Background: an optimization exercise with open tools, aiming at small area, a short achievable clock period and few clock cycles. Do not read the settings as production practice.
RTL that was checked went through simulation tests only; none was proved equivalent to the original.

## fjord
## dsl_cmac
module dsl_cmac (
    input  wire         clk,
    input  wire         rst_n,         
    input  wire         key_load,
    input  wire [127:0] key,
    input  wire         in_valid,
    output wire         in_ready,
    input  wire [31:0]  in_data,
    input  wire         in_last,
    input  wire [1:0]   in_nbytes,     
    output reg          tag_valid,
    output wire [127:0] tag
);
Settings: LEC_CHECK=0, CAP_MARGIN=20, CORE_MARGIN=2, CORE_UTILIZATION=40, CTS_BUF_LIST=sky130_fd_sc_hd__clkbuf_8 sky130_fd_sc_hd__clkbuf_16, CTS_CLUSTER_DIAMETER=100, CTS_CLUSTER_SIZE=20, PLACE_DENSITY=0.55, SETUP_SLACK_MARGIN=5, SLEW_MARGIN=20, SYNTH_HIERARCHICAL=1, SYNTH_MINIMUM_KEEP_SIZE=0; clock period 10.0 ns.
standard.sh (not shown) runs the stock make flow with config.mk's settings and CLKGATE_MAP_FILE= SYNTH_SCRIPT=/design/flow/synth_recipe.tcl, a recipe that flattens the netlist after the stock synthesis.
==> flow/flow/run.sh <==
#!/bin/bash
set -eu -o pipefail
SETUP_MARGIN=${SETUP_MARGIN:-5.0}
bash standard.sh synth > synth.log 2>&1
bash standard.sh "BUFFER_PORTS_ARGS=-buffer_cell sky130_fd_sc_hd__buf_1" \
  "SETUP_SLACK_MARGIN=$SETUP_MARGIN" "SETUP_MOVE_SEQUENCE=unbuffer,sizeup,swap" finish > layout.log 2>&1
Testbench counts of fjord, summed over its fixed seeds: cycles 77,494.
Changes in violet relative to fjord:
==> flow/flow/run.sh <==
#!/bin/bash
set -eu -o pipefail
SETUP_MARGIN=${SETUP_MARGIN:-5.8}
bash standard.sh synth > synth.log 2>&1
bash standard.sh "BUFFER_PORTS_ARGS=-buffer_cell sky130_fd_sc_hd__buf_1" \
  "SETUP_SLACK_MARGIN=$SETUP_MARGIN" finish > layout.log 2>&1
violet vs fjord, endpoint of the most critical setup path: aes_st[57] vs rk[12]
fjord → violet: core occupancy in the finished layout saw an increase; final net count saw an increase.
Re width of the chip: no difference whatsoever between fjord and violet.
Setup changes, violet to quartz
- CTS_CLUSTER_SIZE now 16, was 20
- CTS_CLUSTER_DIAMETER now 80, was 100
--- a/flow/flow/run.sh
+++ b/flow/flow/run.sh
@@ -2,3 +2,3 @@
 set -eu -o pipefail
-SETUP_MARGIN=${SETUP_MARGIN:-5.8}
+SETUP_MARGIN=${SETUP_MARGIN:-5.0}
 bash standard.sh synth > synth.log 2>&1
Notes after the runs:
- quartz finished every stage and its layout cleared the timing, design-rule and antenna checks.
- The cell with the largest stage delay on the worst path comes out sky130_fd_sc_hd__xor2_1 in one run and sky130_fd_sc_hd__dfxtp_4 in the other, namely in violet and quartz respectively.
- Looking at part of the cycle the worst path needs, quartz sits 1.5 points above violet.
- Delta (quartz minus violet): met2 track utilization from global routing shrank by 6.0 points, worst hold slack shrank by 16 ps, CTS buffer count grew by about 33%.
- Per the comparison of quartz with violet, post-CTS setup buffer count fell by about 90%, design area fell by 28%, number of non-clock buffers fell by 1205, worst setup slack fell by 150 ps.
The following lists how cedar was set up differently from quartz:
- swapping 0.55 for 0.6 in PLACE_DENSITY
- swapping 80 for 100 in CTS_CLUSTER_DIAMETER
- swapping 16 for 20 in CTS_CLUSTER_SIZE
- putting TNS_END_PERCENT at 50 where nothing was set
==> flow/flow/run.sh <==
#!/bin/bash
set -eu -o pipefail
bash standard.sh synth > synth.log 2>&1
bash standard.sh "BUFFER_PORTS_ARGS=-buffer_cell sky130_fd_sc_hd__buf_1" "SETUP_SLACK_MARGIN=5.1" finish > layout.log 2>&1
Results
The lower critical path depth came out of quartz. The final non-filler cell total on cedar is in line with that on quartz. Compared to quartz, cedar has routed wirelength normalized by instance count 1.3% lower. Diff quartz and cedar: post-route cell area lower in quartz. On cedar: antenna diode instance count is 2 higher than what quartz gave. Relative to quartz, the met2 routed wirelength measured on cedar has decreased by a few percent. There was hardly any difference in clock transition at the registers of the reported paths between quartz and cedar. Compared with quartz, cedar shows a multi-input combinational area share that is 0.18 points higher.
> inputs changed (cedar -> garnet)
- TNS_END_PERCENT removed (was 50)
- PLACE_DENSITY changed from 0.6 to 0.7
- SETUP_SLACK_MARGIN changed from 5 to 5.0
==> flow/flow/run.sh <==
#!/bin/bash
set -eu -o pipefail
bash standard.sh synth > synth.log 2>&1
bash standard.sh "BUFFER_PORTS_ARGS=-buffer_cell sky130_fd_sc_hd__buf_1" finish > layout.log 2>&1
==> run summary <==
- garnet: all stages complete, timing, DRC and antenna checks passed
- Comparing cedar and garnet, the higher sequential share of layout area is on garnet.
- Higher global-route usage among cedar and garnet: cedar
- Setup slack, cedar and garnet: higher on cedar
- Clock period minus worst slack sits higher in garnet than in cedar.
- garnet against cedar; design area is down slightly.
- Going from cedar to garnet, hold slack increased by 4.9 ps relative to the old numbers; routed wire length fell 2.4%.

* * *

run 1:
dsl_cmac, a different RTL version from the one above (not shown whole).
Size: ~5800 cells after synthesis, roughly 670 flip-flops, ~54000 um^2 of cells after synthesis.
## dsl_cmac
module dsl_cmac (
    input  wire         clk,
    input  wire         rst_n,         
    input  wire         key_load,
    input  wire [127:0] key,
    input  wire         in_valid,
    output wire         in_ready,
    input  wire [31:0]  in_data,
    input  wire         in_last,
    input  wire [1:0]   in_nbytes,     
    output reg          tag_valid,
    output wire [127:0] tag
);
export LEC_CHECK = 0
export CAP_MARGIN = 40
export CORE_MARGIN = 2
export CORE_UTILIZATION = 30
export PLACE_DENSITY = 0.45
export SETUP_SLACK_MARGIN = 3
export SLEW_MARGIN = 30
export SYNTH_HIERARCHICAL = 1
export SYNTH_MINIMUM_KEEP_SIZE = 0
create_clock -name core_clock -period 10.0 [get_ports {clk}]
==> flow/flow/run.sh <==
#!/bin/bash
set -eu -o pipefail
bash standard.sh synth > synth.log 2>&1
bash standard.sh "BUFFER_PORTS_ARGS=-buffer_cell sky130_fd_sc_hd__buf_1" finish > layout.log 2>&1
Run 1: PASS, flow complete, no timing, DRC or antenna violations
Inputs modified between run 1 and run 2:
- a change of CORE_UTILIZATION from 30 to 65
- a change of PLACE_DENSITY from 0.45 to 0.75
==> flow/run.sh (new file) <==
#!/bin/bash
# synth_recipe.tcl (not shown) runs the flow's synth.tcl, then flattens the netlist and writes it again
# the make line also repeats each setting of config.mk as NAME=value (left out here)
make -C /OpenROAD-flow-scripts/flow DESIGN_CONFIG=/design/flow/config.mk WORK_HOME=/design/flow/orfs CLKGATE_MAP_FILE= SYNTH_SCRIPT=/design/flow/synth_recipe.tcl finish
removed: flow/flow/run.sh
removed: flow/standard.sh
[summary]
Run 2: PASS, flow complete, no timing, DRC or antenna violations
Cell count: run 2 lower than run 1
Delta (run 2 minus run 1): number of clock buffers inserted by TritonCTS lost about 11%, final setup slack of the worst path picked up an extra 37 ps, combined area of the multi-input logic cells lost about 0.7%, wire length on met2 lost 16000 um.
Maximum clock rate grows slightly when moving from run 1 to run 2.
Run 2 reports a higher combined global-route utilization of all metal layers than run 1 does.
Measured against each other, run 1 and run 2 differ in final core area utilization, the lower figure coming from run 1.
Relative to run 2, the following input files were edited for run 3:
- PLACE_DENSITY now 0.45, was 0.75
- CORE_UTILIZATION now 30, was 65
--- outcome ---
Comparing run 2 and run 3, the lower met3 wirelength from detailed routing was measured on run 3.
The final layouts of run 2 and run 3 pass the timing, design-rule and antenna checks.
[compare] base=run 2 new=run 3: register cell area after layout roughly the same, proportion of cell area occupied by multi-input gates decreased 2.1 points.
What run 4 does differently from run 3 at the input level:
- a change of CORE_UTILIZATION from 30 to 50
- a change of PLACE_DENSITY from 0.45 to 0.6
Notes after the runs:
- First-iteration DRC count in run 4 vs run 3: up about 20%
- Summary: post-detailed-routing wire length, run 4 better than run 3
- Run 4: half-perimeter wire length after placement lower than run 3
- The final reports for run 4 and run 3 show clock-buffer cell count lower in the former.
- Final cell area: run 4 below run 3
- The time the worst path needs with I/O delays and setup number comes out lower for run 3 vs run 4.
- Biggest fanout along the worst timing path in run 4 is 3 above run 3.
- | area fraction of clock buffers and clock inverters | run 4 vs run 3 | 0.19 points lower |
The following lists how run 5 was set up differently from run 4:
- swapping 3 for 3.5 in SETUP_SLACK_MARGIN
- swapping 0.6 for 0.45 in PLACE_DENSITY
- swapping 50 for 30 in CORE_UTILIZATION
--- outcome ---
Any difference in net count after synthesis between run 5 and run 4 is small enough to ignore.
Comparing run 5 and run 4, required time at the endpoint of the critical path is lower on run 4.
Result: PASS for each of run 5 and run 4
Maximum achievable frequency went up by a little under 10% going from run 4 to run 5.
No run of this note included a check of the RTL's function; only the layout flow was run.

## what the ideal ports hide
Ports are ideal in the flow. The routed layouts listed here were re-timed in OpenROAD.
Step 1: set_driving_cell puts a clkbuf_16 on clk and a buf_2 on each other input, an assumption about the parent block.
Step 2 adds t to the input delays and takes it off the output delays; t is the mean of the earliest and latest rising clock arrival at the registers after step 1. Input paths then give back, and output paths get back, about the clock's delay inside the block.
Three values: no drivers, after step 1, after step 2; two values: the first two.
| run | t, ns | setup slack, ns | worst setup path after step 2 | worst register clock-pin slew, ns |
|---|---|---|---|---|
| fjord | 0.710 | 4.684 / 4.683 / 4.485 | input to register | 0.10 / 0.10 |
| violet | 0.741 | 5.246 / 5.246 / 5.023 | input to register | 0.11 / 0.11 |
| quartz | 0.736 | 5.092 / 5.092 / 4.514 | input to register | 0.08 / 0.08 |
| cedar | 0.714 | 5.085 / 5.085 / 4.542 | input to register | 0.10 / 0.10 |
| garnet | 0.710 | 5.063 / 5.063 / 4.542 | input to register | 0.10 / 0.10 |
| run 1 | 0.768 | 3.130 / 3.130 / 3.130 | register to register | 0.08 / 0.08 |
| run 2 | 0.707 | 3.168 / 3.168 / 3.168 | register to register | 0.07 / 0.07 |
| run 3 | 0.752 | 3.299 / 3.299 / 3.299 | register to register | 0.06 / 0.06 |
| run 4 | 0.726 | 3.170 / 3.170 / 3.170 | register to register | 0.07 / 0.07 |
| run 5 | 0.757 | 3.697 / 3.697 / 3.697 | register to register | 0.06 / 0.06 |
After both steps every run listed still meets setup and hold. The setup slack of quartz, which loses most, moves by 0.000 ns with the drivers and by -0.578 ns with both steps.
